This is an optimization exercise on Yosys and OpenROAD, whose aim is small area, a short achievable clock period and few clock cycles per item, not a production implementation. Function was not checked in any run shown here: the RTL went through the layout flow alone. Power figures rest on the tool's default switching activity, not on a simulated workload.

===== run.sh =====
#!/bin/bash
# synth_recipe.tcl (not shown) runs the flow's synth.tcl, then flattens the netlist and writes it again
# the make line also repeats each setting of config.mk as NAME=value (left out here)
make -C /OpenROAD-flow-scripts/flow DESIGN_CONFIG=/design/flow/config.mk WORK_HOME=/design/flow/orfs CLKGATE_MAP_FILE= SYNTH_SCRIPT=/design/flow/synth_recipe.tcl finish

===== config.mk =====
export PLATFORM = sky130hd
export DESIGN_NAME = mtr_pulse
export DESIGN_NICKNAME = mtr_pulse
export VERILOG_FILES = /design/flow/design.v
export SDC_FILE = /design/flow/constraint.sdc
export NUM_CORES = 4
export LEC_CHECK = 0
export CAP_MARGIN = 20
export CORE_MARGIN = 2
export CORE_UTILIZATION = 40
export SLEW_MARGIN = 20

===== constraint.sdc =====
create_clock -name core_clock -period 12.0 [get_ports {clk}]
set_input_delay 2.4000 -clock core_clock [delete_from_list [all_inputs] [get_ports {clk}]]
set_output_delay 2.4000 -clock core_clock [all_outputs]
set_load 0.01 [all_outputs]

===== design.v =====
module mtr_pulse (
    input  wire        clk,
    input  wire        rst,
    input  wire        in_valid,
    output wire        in_ready,
    input  wire        in_op,         
    input  wire [47:0] in_de,         
    input  wire [39:0] in_ts,         
    input  wire [23:0] in_dt,         
    input  wire [31:0] in_const,      
    output wire        out_valid,
    input  wire        out_ready,
    output wire [39:0] out_start,     
    output wire        busy,
    output wire [63:0] resid,         
    output wire [31:0] count          
);
    localparam [39:0] PULSE_DELAY_US = 40'd25000;
    localparam [39:0] KH_RESET       = 40'd225000;    
    reg        s1_valid;
    reg        s1_op;
    reg [47:0] s1_de;
    reg [39:0] s1_ts;
    reg [23:0] s1_dt;
    reg [31:0] s1_c;
    reg [60:0] a_q;           
    reg [39:0] kh_q;          
    reg [31:0] count_q;
    reg        rep_q;         
    reg        sl_valid;
    reg [47:0] sl_f;
    reg [47:0] sl_de;
    reg [23:0] sl_dt;
    reg [39:0] sl_ts;
    reg        dv_busy;
    reg        dv_fin;        
    reg [4:0]  dv_cnt;        
    reg [47:0] dv_f;
    reg [47:0] dv_de;
    reg [47:0] dv_r;
    reg [23:0] dv_x;          
    reg [39:0] dv_ts;
    reg        o_pend;        
    reg        o_rnd;
    reg        o_valid;
    reg [39:0] o_start;
    wire dv_take    = sl_valid && (!dv_busy || (dv_fin && !o_valid && !o_pend));
    wire sl_space   = !sl_valid || dv_take;
    wire s1_leave   = s1_valid && !rep_q && (s1_op || sl_space);
    wire s1_free    = !s1_valid || s1_leave;
    assign in_ready  = s1_free;
    assign busy      = s1_valid || rep_q || sl_valid || dv_busy || o_pend || o_valid;
    assign out_valid = o_valid;
    assign out_start = o_start;
    assign resid     = {3'd0, a_q};
    assign count     = count_q;
    wire [60:0] k_full = {1'b0, kh_q, 20'd0};
    wire [60:0] add_de = rep_q ? 61'd0 : {13'd0, s1_de};
    wire [60:0] sum_s  = a_q + add_de;
    wire [60:0] nk     = ~k_full;
    wire [60:0] cs_s   = a_q ^ add_de ^ nk;
    wire [60:0] cs_c   = (a_q & add_de) | (a_q & nk) | (add_de & nk);
    wire [61:0] sum_t  = {1'b0, cs_s} + {cs_c, 1'b1};
    wire        ge     = sum_t[61];    
    wire [60:0] a_next = ge ? sum_t[60:0] : sum_s;
    wire        big    = (kh_q[39:28] == 12'd0) && (s1_de[47:20] >= kh_q[27:0]);
    wire apply_e  = s1_leave && !s1_op;
    wire apply_c  = s1_leave && s1_op;
    wire rep_step = rep_q && sl_space;
    wire pulse    = ge && (apply_e || rep_step);
    wire [47:0] f_op   = rep_q ? sl_f : ~a_q[47:0];
    wire [47:0] f_next = {kh_q[27:0], 20'd0} + f_op + {47'd0, !rep_q};
    wire [31:0] c1     = (s1_c == 32'd0) ? 32'd1 : s1_c;
    wire [39:0] kc_a   = {c1, 8'd0};
    wire [39:0] kc_b   = ~{3'd0, c1, 5'd0};
    wire [39:0] kc_c   = {8'd0, c1};
    wire [39:0] kc_s   = kc_a ^ kc_b ^ kc_c;
    wire [39:0] kc_k   = (kc_a & kc_b) | (kc_a & kc_c) | (kc_b & kc_c);
    wire [39:0] kh_new = kc_s + {kc_k[38:0], 1'b1};
    wire        dv_b   = dv_x[23] && !dv_fin;    
    wire [50:0] r2     = {2'b0, dv_r, 1'b0};
    wire [50:0] bf     = dv_b ? {3'b0, dv_f} : 51'd0;
    wire [50:0] t0     = r2 + bf;
    wire [50:0] nd1    = ~{3'b0, dv_de};
    wire [50:0] nd2    = ~{2'b0, dv_de, 1'b0};
    wire [50:0] c1s    = r2 ^ bf ^ nd1;
    wire [50:0] c1c    = (r2 & bf) | (r2 & nd1) | (bf & nd1);
    wire [50:0] t1     = c1s + {c1c[49:0], 1'b1};
    wire [50:0] c2s    = r2 ^ bf ^ nd2;
    wire [50:0] c2c    = (r2 & bf) | (r2 & nd2) | (bf & nd2);
    wire [50:0] t2     = c2s + {c2c[49:0], 1'b1};
    wire        ge2    = !t2[50];
    wire        ge1    = !t1[50];
    wire [47:0] r_next = ge2 ? t2[47:0] : ge1 ? t1[47:0] : t0[47:0];
    wire [22:0] xh     = dv_x[22:0] + {22'd0, ge2};
    wire [23:0] x_next = {xh, ge1 & !ge2};
    reg  [4:0]  lz;
    integer     i;
    always @(*) begin
        lz = 5'd24;
        for (i = 0; i < 24; i = i + 1)
            if (sl_dt[i]) lz = 5'd23 - i[4:0];
    end
    wire [23:0] dt_norm = sl_dt << lz;
    wire        fin_out = dv_busy && dv_fin && !o_valid && !o_pend;
    wire [39:0] start0  = dv_ts + {16'd0, dv_x};
    wire [39:0] start1  = o_start + PULSE_DELAY_US + {39'd0, o_rnd};
    always @(posedge clk) begin
        if (rst) begin
            s1_valid <= 1'b0;
            a_q      <= 61'd0;
            kh_q     <= KH_RESET;
            count_q  <= 32'd0;
            rep_q    <= 1'b0;
            sl_valid <= 1'b0;
            dv_busy  <= 1'b0;
            dv_fin   <= 1'b0;
            o_pend   <= 1'b0;
            o_valid  <= 1'b0;
        end else begin
            if (s1_free)
                s1_valid <= in_valid;
            if (apply_c)
                a_q <= 61'd0;
            else if (apply_e || rep_step)
                a_q <= a_next;
            if (apply_c)
                kh_q <= kh_new;
            if (rep_q) begin
                if (!ge) rep_q <= 1'b0;
            end else if (apply_e && ge && big)
                rep_q <= 1'b1;
            if (sl_space)
                sl_valid <= pulse;
            if (dv_take) begin
                dv_busy <= 1'b1;
                dv_fin  <= (lz == 5'd24);
            end else if (dv_busy && !dv_fin) begin
                dv_fin  <= (dv_cnt == 5'd1);
            end else if (fin_out) begin
                dv_busy <= 1'b0;
            end
            o_pend <= fin_out;
            if (o_pend)
                o_valid <= 1'b1;
            else if (out_ready)
                o_valid <= 1'b0;
            if (o_valid && out_ready)
                count_q <= count_q + 32'd1;
        end
    end
    always @(posedge clk) begin
        if (s1_free) begin
            s1_op <= in_op;
            s1_de <= in_de;
            s1_ts <= in_ts;
            s1_dt <= in_dt;
            s1_c  <= in_const;
        end
        if (sl_space) begin
            sl_f <= f_next;
            if (!rep_q) begin
                sl_de  <= s1_de;
                sl_dt  <= s1_dt;
                sl_ts  <= s1_ts;
            end
        end
        if (dv_take) begin
            dv_f   <= sl_f;
            dv_de  <= sl_de;
            dv_r   <= 48'd0;
            dv_x   <= dt_norm;
            dv_cnt <= 5'd24 - lz;
            dv_ts  <= sl_ts;
        end else if (dv_busy && !dv_fin) begin
            dv_r   <= r_next;
            dv_x   <= x_next;
            dv_cnt <= dv_cnt - 5'd1;
        end
        if (fin_out) begin
            o_start <= start0;
            o_rnd   <= ge1;
        end else if (o_pend)
            o_start <= start1;
    end
endmodule

==> metrics.yaml, run 1 <==
yosys:
  synth_area_leader_cell: "edfxtp_1"
  ys.warnings.count: 1
  async_flop_share_pct: 0
  synth.area.top_cells: "edfxtp_1, ha_1, dfxtp_1"
  synth_cell_types: 104
  synthCells: 5627
  avgSynthCellArea_um2: 9.25
  ys_seq_area_share_pct: 36.7
  synth_ff_type: "edfxtp_1"
  synth_edf_count: 511
  synth_top_area_share_pct: 29.5
  synthesis.area_mm2: 0.0521
  ys_ff_latch: 699
worst_setup_path:
  crit_chain: "nor2b_4 -> buf_4 -> nand2_1 -> fa_1 -> inv_1 -> ha_1 -> a211o_1 -> nor3b_1 -> o21ai_1 -> a31oi_1 -> o21ai_1 -> a2bb2oi_1 -> o21ai_0 -> a31oi_4 -> buf_4 -> inv_2 -> buf_4 -> nor2_1 -> a22oi_1 -> o221ai_1"
  crit_top_cell: "buf_4"
  cpLargestDelayFamily: "compound AO/OA/AOI/OAI gates"
  cpMaxStageDelayCell: "nor2_1"
  crit_path_max_incr_delay_ns: 0.65
  rr_endpoint: "dv_r[31]"
  path_buf_inv: 5
  required_ns: 12.60
  r2r_start: "dv_x[23]"
  rrSetupSlack_ns: 5.16
  path_class: "flop to flop"
  arrival_ns: 7.45
  startpoint_type: "flop"
  crit_fanout: 48
  reg2regPathDepth: 20
  cp-end-kind: "flop"
sta:
  relSlewSlack_pct: 28.1
  fin_crit_ns: 6.84
  setup_viol: 0
  final.setup.worst_slack_ns: 5.16
  max_freq_ghz: 0.146
  slew_viol_final: 0
  finalCritPeriodShare_pct: 57.0
  hold_violations: 0
  rsz0062_at_grt: "no"
  timing.hold.ws_ns: 0.407
  skew_ns: 0.0317
  setup_tns_ns: 0
  worstMarginPinSlew_ns: 1.08
routing:
  firstDrtPassIters: 6
  ant_nets: 0
  drt-total-wl_um: 152000
  first_iter_violations: 3009
  post_drt_wl_per_cell_um: 19.9
  vias: 41500
  drc: 0
  avgViaCountPerCell: 5.43
min_path:
  whs_endpoint: "dv_ts[25]"
  min_from: "sl_ts[25]"
  hp-class: "flop to flop"
  hold_depth: 0
cells_and_area:
  fin_cells: 7641
  area_growth_pct: 14.3
  utilization_pct: 46.0
  layout-drive-gt1-share_pct: 4.24
  num_antenna_cells: 0
  final_cell_area_mm2: 0.0595
  fin_nets: 6547
clocking:
  clock-root-buffer: "clkbuf_16"
  cts_tree: "done"
  clk_pin_slew_worst_paths_ns: 0.06
  cts.path.max_buffers: 3
  worstSkewPairLatency_ns: 0.69
  ctsResizeCount: 0
  postCtsSetupBuffers: 0
  cts_hold_buf: 0
  numCtsBuffers: 85
  htreeDepth: 3
  cts_sinks: 699
placed_design:
  io_buffers: 284
  dp_cells: 7482
  placed_cell_area_mm2: 0.0566
  routabilityCongestion: 0.937
  place_ws_ns: 5.21
  dp.final_hpwl_um: 117000
power:
  cellPowerDensity_mw_per_mm2: 288
  p_leak_nw: 25.8
  p_total_mw: 17.1
  peakVddDrop_mv: 0.760
floorplan:
  row_count: 132
  dieArea_mm2: 0.133
  die_w_um: 365
  ios: 288
  coreArea_mm2: 0.129
  dieHeight_um: 365
  start_util_pct: 40.3
global_routing:
  groute.usage.overall_pct: 22.5
  overflow: 0
  grt_max_degree: 90
  grt_antenna_before_repair: 3
  grt_pass1_vias: 40200
  grt_pass1_wl_um: 234000
job:
  max_cap_violations: 0
status:
  outcome: "timing/DRC/antenna clean"
==> worst max-delay path by stage <==
stage               depth (start not counted)     start  slack (ns)       end
floorplan                                   5   o_valid        1.11  in_ready
global placement                           24  dv_x[23]        5.34  dv_x[21]
detailed placement                         24  dv_x[23]        5.21  dv_x[21]
CTS                                        24  dv_x[23]        5.18  dv_x[21]
global route                               21  dv_x[23]        4.65  dv_r[24]
finish                                     20  dv_x[23]        5.16  dv_r[31]
==> cell type report <==
class                   count  area, um^2
multi-input cells        4023       29600
inverters                 700        2630
repair buffers            318        3090
well taps                1742        2180
flip-flops and latches    699       19100
clock inverters            48         571
fillers                 12400       69800
clock buffers             111        2340
==> layer usage <==
| metal | wire, um | track usage (%) | share of wire, % |
|---|---|---|---|
| met2 | 69800 | 36.6 | 46 |
| met3 | 8130 | 2.97 | 5.3 |
| met5 | 13 | 0 | 0.0085 |
| met1 | 69100 | 30.8 | 45 |
| met4 | 4990 | 7.33 | 3.3 |
==> cells in the final DEF (no fill, tap or decap), types with 23 or more instances in the layout <==
| cell type | n |
|---|---|
| nand2_1 | 486 |
| a21o_1 | 203 |
| a21oi_1 | 445 |
| clkbuf_16 | 87 |
| dfxtp_1 | 187 |
| o21bai_1 | 49 |
| a31oi_1 | 51 |
| o211ai_1 | 48 |
| nand4_1 | 53 |
| nor2b_1 | 46 |
| fa_1 | 152 |
| inv_1 | 695 |
| nand2b_1 | 101 |
| clkdlybuf4s50_1 | 283 |
| o221ai_1 | 41 |
| mux2i_1 | 62 |
| and2_1 | 23 |
| a211oi_1 | 94 |
| or3_1 | 31 |
| nor3_1 | 61 |
| and3_1 | 75 |
| ha_1 | 419 |
| nand3_1 | 115 |
| nor4_1 | 27 |
| o21ai_0 | 290 |
| nor2_1 | 323 |
| xor2_1 | 143 |
| edfxtp_1 | 511 |
| o21a_1 | 56 |
| a22oi_1 | 24 |
| xnor2_1 | 271 |
| buf_4 | 34 |
==> worst reg2reg max path, stage by stage, from the launching register on <==
cell	delay, ns
edfxtp_1	0.41
nor2b_4	0.16
buf_4	0.53
nand2_1	0.28
fa_1	0.53
inv_1	0.04
ha_1	0.34
a211o_1	0.30
nor3b_1	0.43
o21ai_1	0.24
a31oi_1	0.44
o21ai_1	0.23
a2bb2oi_1	0.45
o21ai_0	0.32
a31oi_4	0.22
buf_4	0.48
inv_2	0.08
buf_4	0.30
nor2_1	0.66
a22oi_1	0.22
o221ai_1	0.13
==> cells by family (layout without fill, tap and decap cells) <==
logic type	count (synthesis)	count (layout)	synth area share, %
AOI/OAI and AO/OA	1537	1537	19.1
xor gates and xnor gates	416	416	7.03
adders and majority gates	571	571	15.9
buffers and inverters	907	1177	6.68
DFF	699	699	36.7
muxes	74	74	1.45
other	1	3	0.00720
and+or+nand+nor	1422	1422	13.1
==> power breakdown <==
group	leakage (nW)	total, mW	internal, mW	switching [mW]
registers	6.62	3.69	3.22	0.475
clock network	1.40	2.71	1.62	1.09
logic	17.8	10.7	4.18	6.55
==> Yosys cell counts (all sizes together), types with 13 or more instances <==
cell / instances
or3: 31
and3: 75
or2: 13
o21a: 56
fa: 152
edfxtp: 511
a211o: 15
a21oi: 446
nand3: 115
nor4: 30
a21o: 203
nand2b: 101
ha: 419
a211oi: 96
nand4: 53
clkbuf: 173
o22ai: 22
dfxtp: 188
xnor2: 273
a22oi: 24
nor2: 324
o21bai: 50
nand2: 490
xor2: 143
inv: 699
mux2i: 62
nor3: 62
a31oi: 52
o31ai: 25
o211ai: 48
a31o: 13
o221ai: 41
buf: 34
and2: 24
and4: 22
nor2b: 47
o21ai: 308
==> registers in the layout, indices dropped and copies added (netlist names), 5 cells and up, named ones only <==
name	count
a_q	61
count_q	32
dv_cnt	5
dv_de	48
dv_f	48
dv_r	48
dv_ts	40
dv_x	24
kh_q	40
o_start	40
s1_c	32
s1_de	48
s1_dt	24
s1_ts	40
sl_de	48
sl_dt	24
sl_f	47
sl_ts	40
==> run 2: changes to the inputs <==
--- a/design.v
+++ b/design.v
@@ -33,3 +33,3 @@
     reg [23:0] sl_dt;
-    reg [39:0] sl_ts;
+    reg [39:0] sl_tsp;        
     reg        dv_busy;
@@ -41,8 +41,6 @@
     reg [23:0] dv_x;          
-    reg [39:0] dv_ts;
-    reg        o_pend;        
-    reg        o_rnd;
+    reg [39:0] dv_tsp;
     reg        o_valid;
     reg [39:0] o_start;
-    wire dv_take    = sl_valid && (!dv_busy || (dv_fin && !o_valid && !o_pend));
+    wire dv_take    = sl_valid && (!dv_busy || (dv_fin && !o_valid));
     wire sl_space   = !sl_valid || dv_take;
@@ -51,3 +49,3 @@
     assign in_ready  = s1_free;
-    assign busy      = s1_valid || rep_q || sl_valid || dv_busy || o_pend || o_valid;
+    assign busy      = s1_valid || rep_q || sl_valid || dv_busy || o_valid;
     assign out_valid = o_valid;
@@ -73,9 +71,4 @@
     wire [31:0] c1     = (s1_c == 32'd0) ? 32'd1 : s1_c;
-    wire [39:0] kc_a   = {c1, 8'd0};
-    wire [39:0] kc_b   = ~{3'd0, c1, 5'd0};
-    wire [39:0] kc_c   = {8'd0, c1};
-    wire [39:0] kc_s   = kc_a ^ kc_b ^ kc_c;
-    wire [39:0] kc_k   = (kc_a & kc_b) | (kc_a & kc_c) | (kc_b & kc_c);
-    wire [39:0] kh_new = kc_s + {kc_k[38:0], 1'b1};
-    wire        dv_b   = dv_x[23] && !dv_fin;    
+    wire [39:0] kh_new = {c1, 8'd0} - {3'd0, c1, 5'd0} + {8'd0, c1};
+    wire        dv_b   = dv_x[23];
     wire [50:0] r2     = {2'b0, dv_r, 1'b0};
@@ -104,5 +97,6 @@
     wire [23:0] dt_norm = sl_dt << lz;
-    wire        fin_out = dv_busy && dv_fin && !o_valid && !o_pend;
-    wire [39:0] start0  = dv_ts + {16'd0, dv_x};
-    wire [39:0] start1  = o_start + PULSE_DELAY_US + {39'd0, o_rnd};
+    wire [48:0] rnd_d  = {dv_r, 1'b0} - {1'b0, dv_de};
+    wire        rnd    = !rnd_d[48] ;
+    wire [39:0] start  = dv_tsp + {16'd0, dv_x} + {39'd0, rnd};
+    wire        fin_out = dv_busy && dv_fin && !o_valid;
     always @(posedge clk) begin
@@ -117,3 +111,2 @@
             dv_fin   <= 1'b0;
-            o_pend   <= 1'b0;
             o_valid  <= 1'b0;
@@ -142,4 +135,3 @@
             end
-            o_pend <= fin_out;
-            if (o_pend)
+            if (fin_out)
                 o_valid <= 1'b1;
@@ -164,3 +156,3 @@
                 sl_dt  <= s1_dt;
-                sl_ts  <= s1_ts;
+                sl_tsp <= s1_ts + PULSE_DELAY_US;
             end
@@ -173,3 +165,3 @@
             dv_cnt <= 5'd24 - lz;
-            dv_ts  <= sl_ts;
+            dv_tsp <= sl_tsp;
         end else if (dv_busy && !dv_fin) begin
@@ -179,7 +171,4 @@
         end
-        if (fin_out) begin
-            o_start <= start0;
-            o_rnd   <= ge1;
-        end else if (o_pend)
-            o_start <= start1;
+        if (fin_out)
+            o_start <= start;
     end
==> metrics.yaml, run 2 <==
worst_setup_path:
  arrival_ns: 7.62  # was 7.45 ns
  cpMaxStageDelayCell: "a31oi_1"  # was nor2_1
  crit_top_cell: "o21a_1"  # was buf_4
  startpoint_type: "flop"  # unchanged
  crit_fanout: 8  # was 48
  path_class: "flop to flop"  # unchanged
  cp-end-kind: "flop"  # unchanged
  required_ns: 12.48  # was 12.60 ns
  crit_path_max_incr_delay_ns: 0.76  # was 0.65 ns
yosys:
  synth_xor_area_share_pct: 6.75  # was 7.03%
  ys.warnings.count: 1  # unchanged
  synthCells: 5789  # was 5627
  yosys.area_share.adder_pct: 16.8  # was 15.9%
  synth_area_leader_cell: "edfxtp_1"  # unchanged
  synth.area.top_cells: "edfxtp_1, ha_1, dfxtp_1"  # unchanged
  avgSynthCellArea_um2: 9.13  # was 9.25 um^2
  synthesis.area_mm2: 0.0528  # was 0.0521 mm^2
  synth_edf_count: 510  # was 511
  async_flop_share_pct: 0  # unchanged
  yosysMostFrequentCell: "inv_1"  # unchanged
  synth-simple-area-share_pct: 13.3  # was 13.1%
  synth_top_area_share_pct: 29.0  # was 29.5%
  ys_seq_area_share_pct: 36.1  # was 36.7%
  ys_ff_latch: 697  # was 699
  synth_cell_types: 85  # was 104
  synth.mux.area_fraction_pct: 1.08  # was 1.45%
  synth_ff_type: "edfxtp_1"  # unchanged
  synth_common_cells: "inv_1, edfxtp_1, a21oi_1"  # was inv_1, edfxtp_1, nand2_1
  synth_top_family_by_area: "compound AO/OA/AOI/OAI gates"  # unchanged
  synth_compound_gate_area_share_pct: 19.2  # was 19.1%
placed_design:
  place_ws_ns: 4.89  # was 5.21 ns
  io_buffers: 284  # unchanged
  routabilityCongestion: 0.932  # was 0.937
  dp.final_hpwl_um: 126000  # was 117000 um
floorplan:
  row_count: 133  # was 132
  ios: 288  # unchanged
  die_w_um: 367  # was 365 um
  start_util_pct: 40.2  # was 40.3%
  coreArea_mm2: 0.131  # was 0.129 mm^2
  dieArea_mm2: 0.135  # was 0.133 mm^2
  dieHeight_um: 367  # was 365 um
routing:
  avgViaCountPerCell: 5.50  # was 5.43
  drc: 0  # unchanged
  vias: 43000  # was 41500
  drt-total-wl_um: 161000  # was 152000 um
  ant_nets: 0  # unchanged
  post_drt_wl_per_cell_um: 20.6  # was 19.9 um
  firstDrtPassIters: 5  # was 6
  first_iter_violations: 4180  # was 3009
status:
  outcome: "timing/DRC/antenna clean"  # unchanged
global_routing:
  grt_pass1_vias: 40800  # was 40200
  groute.usage.overall_pct: 23.3  # was 22.5%
  grt_antenna_before_repair: 2  # was 3
  grt_max_degree: 84  # was 90
  grt_pass1_wl_um: 246000  # was 234000 um
  overflow: 0  # unchanged
sta:
  skew_ns: 0.0641  # was 0.0317 ns
  relSlewSlack_pct: 26.8  # was 28.1%
  hold_violations: 0  # unchanged
  finalCritPeriodShare_pct: 59.6  # was 57.0%
  setup_viol: 0  # unchanged
  max_freq_ghz: 0.140  # was 0.146 GHz
  final.setup.worst_slack_ns: 4.85  # was 5.16 ns
  fin_crit_ns: 7.15  # was 6.84 ns
  slew_viol_final: 0  # unchanged
  worstMarginPinSlew_ns: 1.10  # was 1.08 ns
  rsz0062_at_grt: "no"  # unchanged
  setup_tns_ns: 0  # unchanged
  timing.hold.ws_ns: 0.408  # was 0.407 ns
cells_and_area:
  layout_commonest_cell: "inv_1"  # unchanged
  largest_reg_flops: 61  # unchanged
  fin_nets: 6753  # was 6547
  layout-drive-gt1-share_pct: 3.70  # was 4.24%
  regMostFlops: "a_q"  # unchanged
  final_cell_mix: "inv_1, edfxtp_1, a21oi_1"  # was inv_1, edfxtp_1, nand2_1
  area_growth_pct: 14.0  # was 14.3%
clocking:
  cts_sinks: 697  # was 699
  cts_hold_buf: 0  # unchanged
  ctsResizeCount: 0  # unchanged
  worstSkewPairLatency_ns: 0.73  # was 0.69 ns
  cts_tree: "done"  # unchanged
  cts.path.max_buffers: 3  # unchanged
  clock-root-buffer: "clkbuf_16"  # unchanged
  postCtsSetupBuffers: 0  # unchanged
  numCtsBuffers: 82  # was 85
  htreeDepth: 3  # unchanged
  clk_pin_slew_worst_paths_ns: 0.06  # about the same
power:
  p_leak_nw: 26.2  # was 25.8 nW
  peakVddDrop_mv: 0.622  # was 0.760 mV
  cellPowerDensity_mw_per_mm2: 286  # was 288 mW/mm^2
job:
  max_cap_violations: 0  # unchanged
min_path:
  hp-class: "flop to flop"  # unchanged
==> run 2: cell count changes in the layout (fill, tap and decap cells not counted), moves of 14 or more <==
cell | previous run | this run
a21oi_1 | 445 | 464
nor3_1 | 61 | 99
a211oi_1 | 94 | 114
inv_1 | 695 | 744
xnor2_1 | 271 | 245
nor2_1 | 323 | 343
xor2_1 | 143 | 162
o21ai_1 | 16 | 1
ha_1 | 419 | 463
nand4_1 | 53 | 78
o221ai_1 | 41 | 15
o21ai_0 | 290 | 320
mux2i_1 | 62 | 48
nand2_1 | 486 | 453
==> run 2: through the flow <==
step	std cells	area, um^2	util (%)	total power [mW]
after floorplan	5791	52900	-	11.6
after global placement	7659	57400	43.7	14.3
after detailed placement	7659	57400	43.7	14.4
after CTS	7812	60200	45.9	17.2
after global routing	7812	60200	45.9	18.6
final	7813	60200	45.9	17.3
==> run 2: cell type report <==
type,instances,area (um^2)
inverters,747,2810
multi-input cells,4144,30300
clock buffers,101,2140
diodes,1,2.50
clock inverters,52,692
flip-flops and latches,697,19100
repair buffers,316,3080
well taps,1755,2200
fillers,12500,71000
==> run 2: kinds of logic (layout without fill, tap and decap cells) <==
family	count (synthesis)	in the layout
compound gates	1588	1588
xor+xnor	407	407
fa+ha+maj	616	616
buf+inv	950	1216
flops	697	697
mux	56	56
other cells	1	4
simple gates	1474	1474
==> run 2: worst max-delay path: cells and delay by family, from the launching register on <==
family / cells / cell delay [ns]
xor+xnor: 2 / 0.37
flops: 1 / 0.43
compound gates: 17 / 4.23
buf+inv: 2 / 0.15
simple gates: 5 / 0.79
fa+ha+maj: 3 / 0.91
==> run 2: worst paths after layout <==
path | startpoint | to | slack (ns) | cells after the start
setup / recovery | dv_de[1] | o_start[28] | 4.85 | 29
hold / removal | sl_de[17] | dv_de[17] | 0.41 | 0
hold reg to reg | sl_de[17] | dv_de[17] | 0.41 | 0
setup reg to reg | dv_de[1] | o_start[28] | 4.85 | 29
==> run 2: layer usage <==
layer	vias to the layer above	wire length [um]	GRT usage, %
met5	-	0	0
met4	0	3480	5.94
met3	152	10100	3.22
met2	1314	69300	35.1
met1	20600	78300	35.0
li1	20900	-	-
==> run 2: report_power, final <==
group / internal, mW / switching [mW] / leakage, nW / total [mW]
registers: 3.23 / 0.492 / 6.60 / 3.72
clock network: 1.52 / 1.14 / 1.35 / 2.65
logic: 4.19 / 6.70 / 18.2 / 10.9

afterwards: timing with drivers on the ports:
In the flow no input, the clock included, has a driving cell. The finished layouts below were timed again as built, in two steps.
Step 1 assumes that a clkbuf_16 drives the clock port and a buf_2 every other input.
Step 2, shift: input delay + t, output delay - t, t = (earliest + latest rising clock arrival at the registers) / 2. This alone moves slack from input paths to output paths.
Three values: ideal ports, drivers, drivers and shift; two values: the first two.
run	t (ns)	slack for setup (ns)	worst hold slack (ns)	worst setup path after step 2	worst slew at a driven data input, ns
run 1	0.748	5.156 / 5.156 / 5.156	0.407 / 0.407 / 0.407	register to register	0.13
run 2	0.778	4.851 / 4.851 / 4.851	0.408 / 0.408 / 0.408	register to register	0.15
After both steps every run listed still meets setup and hold.
